This is an optimization exercise on Yosys and OpenROAD, whose aim is small area, a short achievable clock period and few clock cycles per item, not a production implementation.
Function was checked by simulation only, so behaviour that the tests miss may differ from the original.

## flow/design.v (module list and top-level ports; edited modules follow where they fit)
// module qg_screen_lane: 876 lines
module qg_screen_lane (
    input  wire         clk,
    input  wire         rst,
    input  wire         in_valid,
    output wire         in_ready,
    input  wire [1:0]   in_fmt,         
    input  wire         in_grey3,       
    input  wire         in_two_rowsets,
    input  wire [7:0]   in_p0,          
    input  wire [7:0]   in_ph,          
    input  wire [7:0]   in_pv,          
    input  wire [7:0]   in_phv,         
    input  wire [15:0]  in_gain,        
    input  wire [111:0] in_theta,       
    input  wire [15:0]  in_mask,        
    input  wire [8:0]   in_share,       
    input  wire         in_zone,        
    input  wire [10:0]  in_k,           
    input  wire [10:0]  in_s,           
    input  wire [11:0]  in_dots2_map,   
    output reg          out_valid,
    output reg  [2:0]   out_logical,
    output reg  [2:0]   out_level,
    output reg          out_rowset,
    output reg          out_pick_b,
    output reg          out_clip
);
  // ...
==> flow/flow/run.sh <==
#!/bin/bash
# The standard layout (standard.sh), with these changes:
#  - synthesis (flow/synth.tcl): the standard script, but Yosys's generic
#    ABC pass inside synth is skipped (-noabc), so that the full adders
#    written in the RTL are extracted without inverters around them, and the
#    final ABC mapping uses flow/abc.script;
#  - ports get buf_1 buffers;
#  - repair_timing aims at a slack of SETUP_SLACK_MARGIN below the 48 ns
#    clock, i.e. at the period the design can reach.
# make's output goes to standard.log; ORFS keeps each step's log in orfs/logs.
set -euo pipefail
W=$PWD
bash standard.sh finish SYNTH_SCRIPT=$W/flow/synth.tcl SYNTH_ARGS=-noabc \
  "BUFFER_PORTS_ARGS=-buffer_cell sky130_fd_sc_hd__buf_1" \
  SETUP_SLACK_MARGIN=37.4 > $W/standard.log 2>&1
==> flow/flow/abc.script <==
strash
dc2
dch -f
map -D 4000
buffer
upsize -D 4000
dnsize -D 4000
stime -p
==> flow/flow/synth.tcl <==
# synth_recipe.tcl with ABC's script swapped for flow/abc.script.
proc synth {args} { yosys synth -nofsm -noshare {*}$args }
set ::my_flow_dir [file dirname [file normalize [info script]]]
proc abc {args} {
  set i [lsearch -exact $args -script]
  if {$i >= 0} { set args [lreplace $args $i [expr {$i + 1}] -script $::my_flow_dir/abc.script] }
  set i [lsearch -exact $args -D]
  if {$i >= 0} { set args [lreplace $args $i [expr {$i + 1}]] }
  yosys abc {*}$args
}
source $::env(SCRIPTS_DIR)/synth.tcl
# left out here: clear keep_hierarchy, flatten, clean up, hide names made inside functions, write 1_2_yosys.v
==> flow/standard.sh <==
#!/bin/bash
# synth_recipe.tcl (not shown) runs the flow's synth.tcl, then flattens the netlist and writes it again
# the make line also repeats each setting of config.mk as NAME=value (left out here)
make -C /OpenROAD-flow-scripts/flow DESIGN_CONFIG=/design/flow/config.mk WORK_HOME=/design/flow/orfs CLKGATE_MAP_FILE= SYNTH_SCRIPT=/design/flow/synth_recipe.tcl "${@:-finish}"
==> flow/config.mk <==
export PLATFORM = sky130hd
export DESIGN_NAME = qg_screen_lane
export DESIGN_NICKNAME = qg_screen_lane
export VERILOG_FILES = /design/flow/design.v
export SDC_FILE = /design/flow/constraint.sdc
export NUM_CORES = 4
export LEC_CHECK = 0
export CAP_MARGIN = 20
export CORE_MARGIN = 2
export CORE_UTILIZATION = 50
export CTS_BUF_LIST = sky130_fd_sc_hd__clkbuf_16
export CTS_CLUSTER_DIAMETER = 120
export CTS_CLUSTER_SIZE = 30
export PLACE_DENSITY = 0.7
export SLEW_MARGIN = 20
==> flow/constraint.sdc <==
create_clock -name core_clock -period 48.0 [get_ports {clk}]
set_input_delay 9.6000 -clock core_clock [delete_from_list [all_inputs] [get_ports {clk}]]
set_output_delay 9.6000 -clock core_clock [all_outputs]
set_load 0.01 [all_outputs]
==> metrics.md, run 1 <==
| Metric | Value |
|---|---|
| Total gr overflow | `0` |
| Commonest non-fill, non-tap cell in the layout | `sky130_fd_sc_hd__inv_1` |
| Post-synthesis average cell area | `8.86 sq um` |
| Critical Path End Type | `output pin` |
| Max stage delay cell, worst path | `sky130_fd_sc_hd__dfxtp_2` |
| Final number of max-transition violations | `0` |
| Wirelength, routed | `55,600 microns` |
| Summed instance area of the synthesized netlist | `18,200 sq um` |
| Number of rows created at floorplan | `69` |
| Register ranked first by flip-flop count | `s1_theta` |
| Inverters excl. clock | `286` |
| Top post-synthesis cells by area | `sky130_fd_sc_hd__fa_1 28%, sky130_fd_sc_hd__dfxtp_1 24%, sky130_fd_sc_hd__inv_1 5.5%, sky130_fd_sc_hd__ha_1 5.0%, sky130_fd_sc_hd__nand2_1 4.9%` |
| Tightest Hold Check Type | `flip-flop to flip-flop` |
| Most used routing layer | `met2` |
| Status | `no timing/DRC/antenna violations` |
| Layout net count | `2,883` |
| Cell type with the highest aggregate area in the netlist | `sky130_fd_sc_hd__fa_1` |
| Unrepaired setup endpoints after global routing | `false` |
| Worst slew pin tran | `0.972 ns` |
| Vias in the first global route | `16.3k` |
| DRC violation count after routing | `0` |
| Detailed-route via count | `16.2k` |
| Layout Cells excl Fill | `2,791` |
| Antenna Nets Post-Route | `0` |
| Final setup skew | `0.0183 ns` |
| TAP cells | `461` |
| Capturing element of the worst setup path | `out_logical[1]` |
| Portion of the layout cell area used by clock cells | `0.0189` |
| Synth-to-Final Area Change | `16.3%` |
| Post-synthesis share of cell area spent on and, or, nand and nor gates | `0.128` |
| Met3 capacity usage during global routing | `0.0510` |
Testbench counts, summed over its fixed seeds: cycles 40,008, items 40,000.
==> run 2: changes to the inputs <==
--- a/flow/flow/run.sh
+++ b/flow/flow/run.sh
@@ -14,2 +14,2 @@
   "BUFFER_PORTS_ARGS=-buffer_cell sky130_fd_sc_hd__buf_1" \
-  SETUP_SLACK_MARGIN=37.4 > $W/standard.log 2>&1
+  SETUP_SLACK_MARGIN=37.1 > $W/standard.log 2>&1
==> metrics.md, run 2 <==
| Metric | Value |
|---|---|
| Status | `no timing/DRC/antenna violations (unchanged)` |
| Area share of the largest cell type after synthesis | `0.283 (unchanged)` |
| Starting density of the core | `0.510 (unchanged)` |
| Number of hold buffers added after cts | `0 (unchanged)` |
| Achievable frequency | `93.1 MHz (was 94.6 MHz)` |
| Summed instance area of the synthesized netlist | `18,200 sq um (unchanged)` |
| Antenna Nets Post-Route | `0 (unchanged)` |
| Cell chosen for the clock root | `sky130_fd_sc_hd__clkbuf_16 (unchanged)` |
| Number of clock buffers inserted by TritonCTS | `12 (unchanged)` |
| Total gr overflow | `0 (unchanged)` |
| Estimated wirelength of the detail-placed design | `42,200 microns (was 42,900 microns)` |
| Critical Path End Type | `flip-flop (was output pin)` |
| Clock tree from TritonCTS | `built (unchanged)` |
| Number of optimization iterations in the first detailed-route pass | `8 (was 6)` |
| EDFF count, synth | `0 (unchanged)` |
| Synth-to-Final Area Change | `13.1% (was 16.3%)` |
| Leading cell types in the layout, fill and taps excluded | `261 x sky130_fd_sc_hd__inv_1, 254 x sky130_fd_sc_hd__fa_1, 235 x sky130_fd_sc_hd__buf_1 (was 255 x sky130_fd_sc_hd__inv_1, 233 x sky130_fd_sc_hd__fa_1, 224 x sky130_fd_sc_hd__buf_1)` |
| Unrepaired setup endpoints after global routing | `false (unchanged)` |
| Post-synthesis average cell area | `8.86 sq um (unchanged)` |
| Final hold vios | `0 (unchanged)` |
| Vias per cell | `5.86 (was 5.81)` |
| Detailed-route via count | `16.2k (about the same)` |
| Commonest non-fill, non-tap cell in the layout | `sky130_fd_sc_hd__inv_1 (unchanged)` |
| Core Box Area | `35,700 sq um (unchanged)` |
| Post-route setup TNS | `0 ns (unchanged)` |
| Final setup fails | `0 (unchanged)` |
| Final GP Congestion | `1.01 (was 0.940)` |
| Largest fanout on the critical path | `25 (was 1)` |
| Clock net sink count | `215 (unchanged)` |
| Layout Cells excl Fill | `2,769 (was 2,791)` |
| Distinct cell type count of the synthesized netlist | `75 (unchanged)` |
| Number of port buffers | `235 (unchanged)` |
| Number of synthesis warnings | `1 (unchanged)` |
| Required time of the critical path | `48.38 ns (was 38.40 ns)` |
| Floorplan die width | `195 microns (unchanged)` |
| Top post-synthesis cells by area | `sky130_fd_sc_hd__fa_1 28%, sky130_fd_sc_hd__dfxtp_1 24%, sky130_fd_sc_hd__inv_1 5.5%, sky130_fd_sc_hd__ha_1 5.0%, sky130_fd_sc_hd__nand2_1 4.9% (unchanged)` |
| Maximum root-to-sink buffer count | `3 (unchanged)` |
| Top-count cell post-synth | `sky130_fd_sc_hd__inv_1 (unchanged)` |
| Cell type with the highest aggregate area in the netlist | `sky130_fd_sc_hd__fa_1 (unchanged)` |
| Sequential share of the synthesized area | `0.236 (unchanged)` |
| Slew headroom | `0.395 (was 0.352)` |
| Initial antenna violation count | `0 (was 3)` |
| Global-route usage over all layers | `0.280 (was 0.286)` |
| Final number of max-transition violations | `0 (unchanged)` |
| Number of rows created at floorplan | `69 (unchanged)` |
| Kind of start point of the critical path | `primary input (was flip-flop)` |
| DRC violation count after routing | `0 (unchanged)` |
| Layout net count | `2,863 (was 2,883)` |
| Max H-tree Level | `1 (unchanged)` |
| Register ranked first by flip-flop count | `s1_theta (unchanged)` |
| Worst slew pin tran | `0.906 ns (was 0.972 ns)` |
| Fraction of layout cells with a size suffix above 1 | `0.0806 (was 0.119)` |
| Vertical die dimension | `195 microns (unchanged)` |
| Iteration-0 DRC count of the detailed router | `1,696 (was 1,451)` |
| Clock latency (worst-skew pair) | `0.50 ns (was 0.51 ns)` |
| Period Utilization, post-route | `0.224 (was 0.220)` |
| Post-Syn Nets | `2,615 (unchanged)` |
| Flops & latches, synth | `215 (unchanged)` |
| Cell Count Post-Placement | `2,713 (was 2,716)` |
| Wirelength, routed | `54,500 microns (was 55,600 microns)` |
| Most common library cells after synthesis | `269 x sky130_fd_sc_hd__inv_1, 258 x sky130_fd_sc_hd__fa_1, 239 x sky130_fd_sc_hd__nand2_1 (unchanged)` |
| Final setup skew | `0.0258 ns (was 0.0183 ns)` |
| Largest net degree at the start of global routing | `31 (unchanged)` |
| Routed wirelength normalized by instance count | `19.7 microns (was 19.9 microns)` |
| Vias in the first global route | `16.3k (about the same)` |
| Leading registers by flop count | `s1_theta x112, s1_us x40, s1_gain x16 (unchanged)` |
| Final antenna diode count | `0 (was 2)` |
| Max_cap viols | `0 (unchanged)` |
| Tightest hold margin | `0.338 ns (was 0.344 ns)` |
| Tightest Hold Check Type | `flip-flop to flip-flop (unchanged)` |
| Post-CTS clock slew at the launch and capture registers of the worst setup and hold paths | `0.10 ns (about the same)` |
| Data arrival time at the worst-slack endpoint | `11.11 ns (was 0.97 ns)` |
| Max FFs per register | `112 (unchanged)` |
| Path type of the worst setup path | `primary input to flip-flop (was flip-flop to output pin)` |
| Number of inserted filler cells in the final layout | `3,213 (was 3,165)` |
| Global-route wire length before repair | `84,200 microns (was 85,000 microns)` |
| FFs w/ async S/R, synth | `0 (unchanged)` |
| Commonest register cell after synthesis | `sky130_fd_sc_hd__dfxtp_1 (unchanged)` |
| Mapped Cells | `2,057 (unchanged)` |
| I/O pin count | `238 (unchanged)` |
| Die area | `38,000 sq um (unchanged)` |
| Final worst path period need | `10.74 ns (was 10.57 ns)` |
## run 2: cell types whose count changed in the layout (fill, tap and decap cells not counted), sizes merged
cell      previous run  this run
buf                302       281
clkinv               9         7
clkinvlp             7         6
diode                2         0
inv                274       277
nor2               231       232
## run 2: worst paths after layout
path / depth (start not counted) / slack (ns) / endpoint / from
worst min-delay path: 0 / 0.34 / out_rowset / s1_rowset
worst min register to register: 0 / 0.34 / out_rowset / s1_rowset
worst max register to register: 50 / 37.43 / out_level[1] / s1_us[9]
worst max-delay path: 5 / 37.26 / s1_us[8] / in_fmt[0]
## run 2: kinds of logic after synthesis
family,share of synthesized area
and+or+nand+nor,0.128
AOI/OAI and AO/OA,0.180
buffers and inverters,0.0724
adders and majority gates,0.333
DFF,0.236
xor gates and xnor gates,0.0495
other,0.000206
muxes,0.000549
## run 2: through the flow
stage	setup WS (ns)	cell area, sq um	utilization
floorplan	37.10	18200	-
global placement	36.23	19500	0.547
detailed placement	36.01	19500	0.547
CTS	37.14	20100	0.563
global route	36.99	20600	0.577
finish	37.26	20600	0.577
## run 2: layout make-up
type,count,area (sq um),share of cell area
multi-input cells,1506,13000,0.628
flip-flops and latches,215,4300,0.209
repair buffers,284,1310,0.0635
inverters,285,1090,0.0528
well taps,461,577,0.0280
clock buffers,13,325,0.0158
clock inverters,4,60.1,0.00291
repair inverters,1,5.00,0.000243
## run 2: critical path, cell delays in order
cell and delay [ns]:
sky130_fd_sc_hd__buf_1 0.32, sky130_fd_sc_hd__inv_1 0.42, sky130_fd_sc_hd__nand2_1 0.15, sky130_fd_sc_hd__nand2_1 0.12
sky130_fd_sc_hd__fa_1 0.50
## run 2: timing repair
action / CTS / global route
gates resized for setup: 17 / 78
cloned: 1 / 4
pin swaps: 1 / 24
buffers inserted: 18 / 16
setup endpoints to repair: 3 / 3
## run 2: routing by layer
layer,up-vias,GRT usage,share of wire,wire length [microns]
met4,0,0.121,0.047,2540
li1,7390,-,-,-
met5,-,0,0,0
met3,175,0.0460,0.085,4640
met1,7755,0.366,0.39,21500
met2,897,0.463,0.47,25800

## afterwards: timing with drivers on the ports
The results above use ideal ports. As a check the final layouts listed here were re-extracted and re-timed, cells and wires unchanged. Step 1 sets driving cells, clkbuf_16 on the clock port and buf_2 on the other inputs (assumed; they add their load-dependent delay and slew). Step 2 moves the port delays by t, midway between the first and last clock arrival at a register: inputs arrive t later, outputs are due t later. That takes back most of the time a late clock gives input paths. a / b / c = ideal ports / drivers / drivers and shift; a / b = the first two.
run	t, ns	slack for setup (ns)	worst setup path at the end	worst slew at a driven data input, ns	pins driven straight from the clock port
run 1	0.556	37.434 / 37.382 / 37.058	input to register	0.07	1
run 2	0.553	37.263 / 37.299 / 36.746	input to register	0.09	1
After both steps every run listed still meets setup and hold. For run 2, which loses most, drivers alone change the setup slack by +0.036 ns; drivers and shift together by -0.517 ns.
